Background: an optimization exercise with open tools, aiming at small area. Do not read the settings as production practice. RTL that was checked went through simulation tests only; none was proved equivalent to the original. Power and IR drop assume default switching activity.

==> inputs of run a <==
## sdf_decim
module sdf_decim (
    input  wire        clk,
    input  wire        rst,          
    input  wire        en,           
    input  wire        sd_stb,       
    input  wire [2:0]  sd_bit,       
    input  wire        commit,       
    input  wire [5:0]  cfg_preset,   
    output reg         o_valid,
    output reg  [1:0]  o_chan,
    output reg  [31:0] o_word,
    output reg         o_sat
);
    wire clr = rst | ~en;
    wire stb = en & sd_stb;
    reg  [7:0] phase;
    wire [7:0] phase_next = phase + 8'd1;
    wire inst32  = (phase_next[4:0] == 5'd0);
    wire inst64  = (phase_next[5:0] == 6'd0);
    wire inst256 = (phase_next == 8'd0);
    always @(posedge clk) begin
        if (clr)
            phase <= 8'd0;
        else if (stb)
            phase <= phase_next;
    end
    wire [2:0] emit;
    wire [5:0] eff;
    genvar n;
    generate
        for (n = 0; n < 3; n = n + 1) begin : g_pre
            reg  [1:0] cur;
            reg  [1:0] pend;
            reg        pend_v;
            wire cur_inst  = (cur == 2'd1) ? inst64 :
                             (cur == 2'd2) ? inst256 : inst32;
            wire boundary  = stb & pend_v & cur_inst;
            wire [1:0] e   = boundary ? pend : cur;
            wire eff_inst  = (e == 2'd1) ? inst64 :
                             (e == 2'd2) ? inst256 : inst32;
            assign emit[n] = eff_inst & (e != 2'd3);
            assign eff[2*n+1:2*n] = e;
            always @(posedge clk) begin
                if (rst) begin
                    cur    <= 2'd0;
                    pend   <= 2'd0;
                    pend_v <= 1'b0;
                end else begin
                    if (boundary)
  ...
export LEC_CHECK = 0
export CAP_MARGIN = 20
export CORE_MARGIN = 2
export CORE_UTILIZATION = 65
export SLEW_MARGIN = 20
create_clock -name core_clock -period 12.5 [get_ports {clk}]
standard.sh (not shown) runs the stock make flow with config.mk's settings and CLKGATE_MAP_FILE= SYNTH_SCRIPT=/design/flow/synth_recipe.tcl, a recipe that flattens the netlist after the stock synthesis.
==> flow/flow/run.sh <==
#!/bin/bash
# Standard layout, with clock tree synthesis run without dummy loads and with
# small clock buffers. Each tool's output stays in the orfs/logs tree; make's
# own output goes to make_finish.log.
set -euo pipefail
CTS="-sink_clustering_enable -repair_clock_nets -dont_use_dummy_load -buf_list sky130_fd_sc_hd__clkbuf_4"
bash standard.sh "CTS_ARGS=$CTS" finish > make_finish.log 2>&1
==> run b (differences from run a) <==
--- a/flow/design.v
+++ b/flow/design.v
@@ -62,18 +62,18 @@
     wire [9:0] s1, s2, s3, s4, sl, c2, c3, c4, yq;
     wire       o1, o2, o3, o4, ol, p2, p3, p4, p5;
     sdf_add #(10) a_g1 (.a(g1h), .b(10'd0), .ci(d0 ? (v & x) : cg1), .s(s1), .co(o1));
     sdf_add #(10) a_g2 (.a(g2h), .b(v ? s1 : 10'd0), .ci(d0 ? 1'b0 : cg2), .s(s2), .co(o2));
     sdf_add #(10) a_g3 (.a(g3h), .b(v ? s2 : 10'd0), .ci(d0 ? 1'b0 : cg3), .s(s3), .co(o3));
     sdf_add #(10) a_g4 (.a(g4h), .b(v ? s3 : 10'd0), .ci(d0 ? 1'b0 : cg4), .s(s4), .co(o4));
     sdf_add #(10) a_lq (.a(lqh), .b(v ? s4 : 10'd0), .ci(d0 ? 1'b0 : clq), .s(sl), .co(ol));
-    sdf_add #(10) a_q2 (.a(sl), .b(~dq2h), .ci(d0 ? 1'b1 : cq2), .s(c2), .co(p2));
-    sdf_add #(10) a_q3 (.a(c2), .b(~dq3h), .ci(d0 ? 1'b1 : cq3), .s(c3), .co(p3));
-    sdf_add #(10) a_q4 (.a(c3), .b(~dq4h), .ci(d0 ? 1'b1 : cq4), .s(c4), .co(p4));
-    sdf_add #(10) a_q5 (.a(c4), .b(~dq5h), .ci(d0 ? 1'b1 : cq5), .s(yq), .co(p5));
+    sdf_add #(10) a_q2 (.a(sl), .b(~dq2[9:0]), .ci(d0 ? 1'b1 : cq2), .s(c2), .co(p2));
+    sdf_add #(10) a_q3 (.a(c2), .b(~dq3[9:0]), .ci(d0 ? 1'b1 : cq3), .s(c3), .co(p3));
+    sdf_add #(10) a_q4 (.a(c3), .b(~dq4[9:0]), .ci(d0 ? 1'b1 : cq4), .s(c4), .co(p4));
+    sdf_add #(10) a_q5 (.a(c4), .b(~dq5[9:0]), .ci(d0 ? 1'b1 : cq5), .s(yq), .co(p5));
     always @(posedge clk) begin
         cg1 <= o1; cg2 <= o2; cg3 <= o3; cg4 <= o4; clq <= ol;
         cq2 <= p2; cq3 <= p3; cq4 <= p4; cq5 <= p5;
         g1  <= {s1, g1[39:10]};
         g2  <= {s2, g2[39:10]};
         g3  <= {s3, g3[39:10]};
         g4  <= {s4, g4[39:10]};
@@ -96,17 +96,17 @@
     wire [11:0] db2h  = (act_b & z) ? ib2 : db2[11:0];
     wire [11:0] db3h  = (act_b & z) ? ib3 : db3[11:0];
     wire [11:0] db4h  = (act_b & z) ? ib4 : db4[11:0];
     wire [11:0] sb, b2, b3, yb;
     wire        ob, r2, r3, r4;
     wire        wb = act_b & inst_b;
     sdf_add #(12) a_lb (.a(lbh), .b(op_b), .ci(psi == 2'd3 ? clb : 1'b0), .s(sb), .co(ob));
-    sdf_add #(12) a_b2 (.a(sb), .b(~db2h), .ci(b_d0 ? 1'b1 : cb2), .s(b2), .co(r2));
-    sdf_add #(12) a_b3 (.a(b2), .b(~db3h), .ci(b_d0 ? 1'b1 : cb3), .s(b3), .co(r3));
-    sdf_add #(12) a_b4 (.a(b3), .b(~db4h), .ci(b_d0 ? 1'b1 : cb4), .s(yb), .co(r4));
+    sdf_add #(12) a_b2 (.a(sb), .b(~db2[11:0]), .ci(b_d0 ? 1'b1 : cb2), .s(b2), .co(r2));
+    sdf_add #(12) a_b3 (.a(b2), .b(~db3[11:0]), .ci(b_d0 ? 1'b1 : cb3), .s(b3), .co(r3));
+    sdf_add #(12) a_b4 (.a(b3), .b(~db4[11:0]), .ci(b_d0 ? 1'b1 : cb4), .s(yb), .co(r4));
     always @(posedge clk) begin
         clb <= ob; cb2 <= r2; cb3 <= r3; cb4 <= r4;
         lb  <= {wb ? yb : sb,   lb[23:12]};
         db2 <= {wb ? sb : db2h, db2[23:12]};
         db3 <= {wb ? b2 : db3h, db3[23:12]};
         db4 <= {wb ? b3 : db4h, db4[23:12]};
     end
@@ -121,16 +121,16 @@
     wire [7:0]  if3   = f_d0 ? IF3[7:0] : IF3[15:8];
     wire [7:0]  df2h  = (act_f & z) ? if2 : df2[7:0];
     wire [7:0]  df3h  = (act_f & z) ? if3 : df3[7:0];
     wire [7:0]  sf, f2, yf;
     wire        of, q2, q3;
     wire        wf = act_f & inst_f;
     sdf_add #(8) a_lf (.a(lfh), .b(op_f), .ci(psi == 2'd2 ? clf : 1'b0), .s(sf), .co(of));
-    sdf_add #(8) a_f2 (.a(sf), .b(~df2h), .ci(f_d0 ? 1'b1 : cf2), .s(f2), .co(q2));
-    sdf_add #(8) a_f3 (.a(f2), .b(~df3h), .ci(f_d0 ? 1'b1 : cf3), .s(yf), .co(q3));
+    sdf_add #(8) a_f2 (.a(sf), .b(~df2[7:0]), .ci(f_d0 ? 1'b1 : cf2), .s(f2), .co(q2));
+    sdf_add #(8) a_f3 (.a(f2), .b(~df3[7:0]), .ci(f_d0 ? 1'b1 : cf3), .s(yf), .co(q3));
     always @(posedge clk) begin
         clf <= of; cf2 <= q2; cf3 <= q3;
         lf  <= {wf ? yf : sf,   lf[15:8]};
         df2 <= {wf ? sf : df2h, df2[15:8]};
         df3 <= {wf ? f2 : df3h, df3[15:8]};
     end
     assign y_f = {lf[6:0], lf[15:8]};
@@ -304,15 +304,14 @@
                         w_c = r_w[3:2]; bit_c = r_bit[1]; end
             2'd2: begin yq_c = yq2; yb_c = yb2; yf_c = yf2;
                         w_c = r_w[5:4]; bit_c = r_bit[2]; end
             default: begin yq_c = yq2; yb_c = yb2; yf_c = yf2;
                         w_c = 2'd0; bit_c = r_bit[2]; end
         endcase
     end
-    wire rdy_c = (w_c != 2'd0);
     reg [39:0] t;
     always @(*) begin
         case (w_c)
             2'd2:    t = {yb_c, 16'd0};
             2'd3:    t = yq_c;
             default: t = {yf_c, 25'd0};
         endcase
@@ -322,16 +321,20 @@
     wire [31:0] rw;
     wire        rco;
     sdf_add #(32) a_rnd (.a(fl), .b(32'd0), .ci(up), .s(rw), .co(rco));
     wire        full = (t == 40'd0) & bit_c;
     wire        ovf  = up & (fl == 32'h7FFF_FFFF);
     wire        sat  = full | ovf;
     always @(posedge clk) begin
-        if (clr)
-            o_valid <= 1'b0;
-        else
-            o_valid <= rdy_c;
-        o_chan <= phi;
         o_word <= sat ? 32'h7FFF_FFFF : rw;
         o_sat  <= sat;
     end
+    always @(*) begin
+        o_chan = phi - 2'd1;
+        case (phi)
+            2'd1:    o_valid = (r_w[1:0] != 2'd0);
+            2'd2:    o_valid = (r_w[3:2] != 2'd0);
+            2'd3:    o_valid = (r_w[5:4] != 2'd0);
+            default: o_valid = 1'b0;
+        endcase
+    end
 endmodule
==> flow/flow/run.sh (replaced) <==
#!/bin/bash
# The standard layout (standard.sh), with one change: clock tree synthesis
# runs without dummy loads, with clkbuf_4 buffers and sink clusters of at most
# 9 flip-flops within 40 um. Each step's full log stays under orfs/logs; make's
# own output goes to make_finish.log in this folder.
set -euo pipefail
CTS="-sink_clustering_enable -repair_clock_nets -dont_use_dummy_load -buf_list sky130_fd_sc_hd__clkbuf_4 -sink_clustering_size 11 -sink_clustering_max_diameter 40"
bash standard.sh "CTS_ARGS=$CTS" finish > make_finish.log 2>&1
==> run c (differences from run a) <==
==> flow/run.sh (new file) <==
#!/bin/bash
# synth_recipe.tcl (not shown) runs the flow's synth.tcl, then flattens the netlist and writes it again
# the make line also repeats each setting of config.mk as NAME=value (left out here)
make -C /OpenROAD-flow-scripts/flow DESIGN_CONFIG=/design/flow/config.mk WORK_HOME=/design/flow/orfs CLKGATE_MAP_FILE= SYNTH_SCRIPT=/design/flow/synth_recipe.tcl finish
CORE_UTILIZATION = 40   (was 65)
CTS_BUF_LIST = sky130_fd_sc_hd__clkbuf_4   (was unset)
removed: flow/flow/run.sh
removed: flow/standard.sh
==> run d (differences from run a) <==
==> flow/run.sh (new file) <==
#!/bin/bash
# synth_recipe.tcl (not shown) runs the flow's synth.tcl, then flattens the netlist and writes it again
# the make line also repeats each setting of config.mk as NAME=value (left out here)
make -C /OpenROAD-flow-scripts/flow DESIGN_CONFIG=/design/flow/config.mk WORK_HOME=/design/flow/orfs CLKGATE_MAP_FILE= SYNTH_SCRIPT=/design/flow/synth_recipe.tcl finish
CTS_BUF_LIST = sky130_fd_sc_hd__clkbuf_8   (was unset)
CTS_CLUSTER_DIAMETER = 35   (was unset)
CTS_CLUSTER_SIZE = 10   (was unset)
removed: flow/flow/run.sh
removed: flow/standard.sh
==> qor summary <==
quantity	run d	run a	run b	run c
Part of the power in registers	41.4%	42.9%	44.4%	40.7%
Number of placement rows	108	108	107	138
Hpwl dp	91200 um	91200 um	88600 um	95700 um
Max Root-Sink Buffers	3	4	3	4
Critical Path Fanout Max	23	23	6	27
Worst-path cell with the longest stage delay	fa_1	fa_1	nor2b_2	fa_1
Syn Inst Count	4797	4797	4584	4797
Status	finished clean	finished clean	finished clean	finished clean
Number of combinational gates with multiple inputs	2528	2528	2283	2528
Later-pin clock latency in the skew report	0.89 ns	1.23 ns	1.13 ns	1.28 ns
Final core occ	72.2%	71.0%	69.3%	45.6%
Critical path arrival	11.78 ns	12.09 ns	12.04 ns	12.30 ns
Hold Slack	0.305 ns	0.257 ns	0.262 ns	0.265 ns
Aggregate global-route resource usage	28.8%	28.8%	28.2%	18.6%
Leakage power of the design	27.0 nW	26.7 nW	24.3 nW	27.8 nW
Setup slack after layout	1.45 ns	1.42 ns	1.44 ns	1.32 ns
Combinational Power Share	37.1%	38.2%	42.1%	35.8%
Worst R2R Start	phi[1]	phi[1]	b_z	phi[1]
Average detailed-routed wire length per instance	20.5 um	20.2 um	20.9 um	18.5 um
Area Growth Syn to Fin	9.88%	8.13%	5.37%	13.0%
Core area	86900 sq um	86900 sq um	85400 sq um	142000 sq um
GP Congestion	0.929	0.929	0.925	0.889
First drt pass iteration count	5	8	6	5
Metal1 wirelength	58700 um	57500 um	55700 um	62300 um
Only the layout flow was run in run a, run c and run d; the RTL was not checked for function there.

-- port drivers added, routing unchanged --
The results above use ideal ports. As a check the final layouts listed here were re-extracted and re-timed, cells and wires unchanged.
Step 1: set_driving_cell puts a clkbuf_16 on clk and a buf_2 on each other input, an assumption about the parent block.
Step 2 times the ports against the registers' clock, not the clock port: input delays grow and output delays shrink by t, the midpoint of the rising clock arrivals with the driver on.
a / b / c = ideal / step 1 / step 2; a / b = the first two.
run	shift t [ns]	slack for setup (ns)	hold slack, ns	slew at the worst register clock pin (ns)
run a	1.245	1.417 / 1.417 / 1.417	0.257 / 0.257 / 0.257	0.07 / 0.07
run b	1.129	1.444 / 1.444 / 1.444	0.262 / 0.262 / 0.262	0.12 / 0.12
run c	1.317	1.317 / 1.317 / 1.317	0.265 / 0.265 / 0.265	0.08 / 0.08
run d	0.930	1.448 / 1.448 / 1.448	0.305 / 0.305 / 0.305	0.08 / 0.08
After both steps every run listed still meets setup and hold.
